This design comes from an exercise in tuning for small area, a short achievable clock period and few clock cycles on the open sky130 flow, not from production work. The RTL was checked by simulation tests, not by an equivalence proof against the original design.

Setup of JK:
// flush_dot4
module flush_dot4 (
    input  wire        clk,
    input  wire        rst,
    input  wire        in_valid,
    output wire        in_ready,
    input  wire        in_clear,
    input  wire        in_read,
    input  wire [7:0]  in_level,
    input  wire [3:0]  in_fmt_a,
    input  wire [3:0]  in_fmt_b,
    input  wire [3:0]  in_en,
    input  wire [31:0] in_a,
    input  wire [31:0] in_b,
    output reg         out_valid,
    output wire [95:0] out_acc,
    output wire [1:0]  out_tag,
    output wire        out_inexact
);
Settings: LEC_CHECK=0, ABC_CLOCK_PERIOD_IN_PS=25000, CAP_MARGIN=20, CELL_PAD_IN_SITES_DETAIL_PLACEMENT=2, CELL_PAD_IN_SITES_GLOBAL_PLACEMENT=4, CORE_MARGIN=2, CORE_UTILIZATION=30, PLACE_DENSITY=0.45, SLEW_MARGIN=20; clock period 30.0 ns.
run.sh (not shown) runs the stock make flow with config.mk's settings and CLKGATE_MAP_FILE= SYNTH_SCRIPT=/design/flow/synth_recipe.tcl, a recipe that flattens the netlist after the stock synthesis.
Testbench counts of JK, summed over its fixed seeds: cycles 12,032.
What MS does differently from JK at the input level:
- changing SLEW_MARGIN from 20 to 70
- changing ABC_CLOCK_PERIOD_IN_PS from 25000 to 7000
- changing CAP_MARGIN from 20 to 70
### Flow results
JK -> MS: wire length on met1 decreased slightly. Going from JK to MS, maximum frequency now larger, cell area now larger, via count now larger. As of MS, count of non-CTS buffers in the layout had risen by more than a quarter compared to JK. Worst relative slew slack was higher in MS than in JK.

* * *

Another version of the RTL of flush_dot4 (not shown whole).
Size in the first run: ~400 flip-flops, ~190 I/O pins, about 48000 sq um of cells after synthesis.
Design flush_dot4, start of the top module:
module flush_dot4 (
    input  wire        clk,
    input  wire        rst,
    input  wire        in_valid,
    output wire        in_ready,
    input  wire        in_clear,
    input  wire        in_read,
    input  wire [7:0]  in_level,
    input  wire [3:0]  in_fmt_a,
    input  wire [3:0]  in_fmt_b,
    input  wire [3:0]  in_en,
    input  wire [31:0] in_a,
    input  wire [31:0] in_b,
    output reg         out_valid,
    output wire [95:0] out_acc,
    output wire [1:0]  out_tag,
    output wire        out_inexact
);
    localparam [1:0] NUM = 2'd0, PINF = 2'd1, NINF = 2'd2, NAN = 2'd3;
    assign in_ready = 1'b1;
    function [5:0] fhot(input [3:0] f);     
        fhot = {f == 4'h6, f == 4'h5, f == 4'h4, f == 4'h3, f == 4'h1, f == 4'h0};
    endfunction
    reg        r0_clear, r0_read;
    reg [3:0]  r0_en;
    reg [7:0]  r0_level;
    reg [5:0]  r0_fa, r0_fb;      
    reg [31:0] r0_a, r0_b;
    wire       take = in_valid & ~rst;
    always @(posedge clk) begin
        r0_clear <= take & in_clear;
        r0_read  <= take & in_read;
        r0_en    <= {4{take}} & in_en;
        r0_level <= in_level;
        r0_fa    <= fhot(in_fmt_a);
  ...
export LEC_CHECK = 0
export ABC_AREA = 1
export ABC_CLOCK_PERIOD_IN_PS = 7000
export CAP_MARGIN = 20
export CELL_PAD_IN_SITES_DETAIL_PLACEMENT = 2
export CELL_PAD_IN_SITES_GLOBAL_PLACEMENT = 4
export CORE_MARGIN = 2
export CORE_UTILIZATION = 30
export PLACE_DENSITY = 0.45
export SLEW_MARGIN = 20
create_clock -name core_clock -period 30.0 [get_ports {clk}]
standard.sh (not shown) runs the stock make flow with config.mk's settings and CLKGATE_MAP_FILE= SYNTH_SCRIPT=/design/flow/synth_recipe.tcl, a recipe that flattens the netlist after the stock synthesis.
==> flow/flow/run.sh <==
#!/bin/bash
# The standard layout (standard.sh: ORFS synthesis through finish), with
# two changes: repair_timing aims for 22.9 ns of setup slack, and buffer_ports gives each input and output port a
# sky130_fd_sc_hd__buf_1 instead of the cell it picks by default.
# The full output of the ORFS run goes to standard.log here; ORFS keeps each
# step's own log under orfs/logs/.
set -euo pipefail
bash standard.sh "BUFFER_PORTS_ARGS=-buffer_cell sky130_fd_sc_hd__buf_1" SETUP_SLACK_MARGIN=22.9 finish > standard.log 2>&1
Testbench counts at the start, summed over its fixed seeds: cycles 12,032.
Then changed:
==> flow/flow/run.sh (replaced) <==
#!/bin/bash
# The standard layout (standard.sh: ORFS synthesis through finish), with
# two changes: repair_timing aims for 22.8 ns of setup slack, and buffer_ports gives each input and output port a
# sky130_fd_sc_hd__buf_2 instead of the cell it picks by default.
# The full output of the ORFS run goes to standard.log here; ORFS keeps each
# step's own log under orfs/logs/.
set -euo pipefail
bash standard.sh "BUFFER_PORTS_ARGS=-buffer_cell sky130_fd_sc_hd__buf_2" SETUP_SLACK_MARGIN=22.8 finish > standard.log 2>&1
Final area shrinks slightly.
Wire length goes down slightly.

* * *

Another version of the RTL of flush_dot4 (not shown whole).
Size: ~6800 cells after synthesis, ~530 flip-flops, roughly 0.055 mm² of cells after synthesis.
## flush_dot4
module flush_dot4 (
    input  wire        clk,
    input  wire        rst,
    input  wire        in_valid,
    output wire        in_ready,
    input  wire        in_clear,
    input  wire        in_read,
    input  wire [7:0]  in_level,
    input  wire [3:0]  in_fmt_a,
    input  wire [3:0]  in_fmt_b,
    input  wire [3:0]  in_en,
    input  wire [31:0] in_a,
    input  wire [31:0] in_b,
    output reg         out_valid,
    output wire [95:0] out_acc,
    output wire [1:0]  out_tag,
    output wire        out_inexact
);
clock: 30.0 ns
lec_check: 0
abc_clock_period_in_ps: 7000
cap_margin: 20
cell_pad_in_sites_detail_placement: 2
cell_pad_in_sites_global_placement: 4
core_margin: 2
core_utilization: 30
place_density: 0.45
slew_margin: 20
==> flow/flow/run.sh <==
#!/bin/bash
# The standard layout (standard.sh: ORFS synthesis through finish), with
# one change: ORFS's buffer_ports gives each input and output port a
# sky130_fd_sc_hd__buf_4 instead of the cell it picks by default.
# The full output of the ORFS run goes to standard.log here; ORFS keeps each
# step's own log under orfs/logs/.
set -euo pipefail
bash standard.sh "BUFFER_PORTS_ARGS=-buffer_cell sky130_fd_sc_hd__buf_4" finish > standard.log 2>&1
Testbench counts at the start, summed over its fixed seeds: cycles 12,040.
==> next run, changes <==
==> flow/run.sh (new file) <==
#!/bin/bash
# synth_recipe.tcl (not shown) runs the flow's synth.tcl, then flattens the netlist and writes it again
# the make line also repeats each setting of config.mk as NAME=value (left out here)
make -C /OpenROAD-flow-scripts/flow DESIGN_CONFIG=/design/flow/config.mk WORK_HOME=/design/flow/orfs CLKGATE_MAP_FILE= SYNTH_SCRIPT=/design/flow/synth_recipe.tcl finish
CAP_MARGIN = 70   (was 20)
SLEW_MARGIN = 70   (was 20)
removed: flow/flow/run.sh
removed: flow/standard.sh
Outcome: The changed run went through all stages and came out clean; setup slack gets better by 0.15 ns; via count increases slightly; non-clock buffer count increases by 41.

-- static timing again, ports no longer ideal --
The results above use ideal ports. As a check the final layouts listed here were re-extracted and re-timed, cells and wires unchanged.
Step 1 assumes that a clkbuf_16 drives the clock port and a buf_2 every other input.
Step 2 adds t to the input delays and takes it off the output delays; t is the mean of the earliest and latest rising clock arrival at the registers after step 1. Input paths then give back, and output paths get back, about the clock's delay inside the block.
a / b / c = ideal / step 1 / step 2; a / b = the first two.
run	t, ns	setup WS [ns]	worst register clock-pin slew, ns
JK	0.766	20.346 / 20.346 / 20.346	0.07 / 0.07
MS	0.801	21.576 / 21.576 / 21.576	0.07 / 0.07
the first run of note 2	0.738	22.857 / 22.770 / 23.066	0.07 / 0.07
the second run of note 2	0.748	22.838 / 22.755 / 23.100	0.09 / 0.09
the first run of note 3	0.766	22.084 / 22.084 / 22.084	0.06 / 0.06
the second run of note 3	0.787	22.235 / 22.152 / 22.024	0.06 / 0.06
After both steps setup and hold are still met in every run listed. The setup slack of the second run of note 3, which loses most, moves by -0.083 ns with the drivers and by -0.211 ns with both steps.
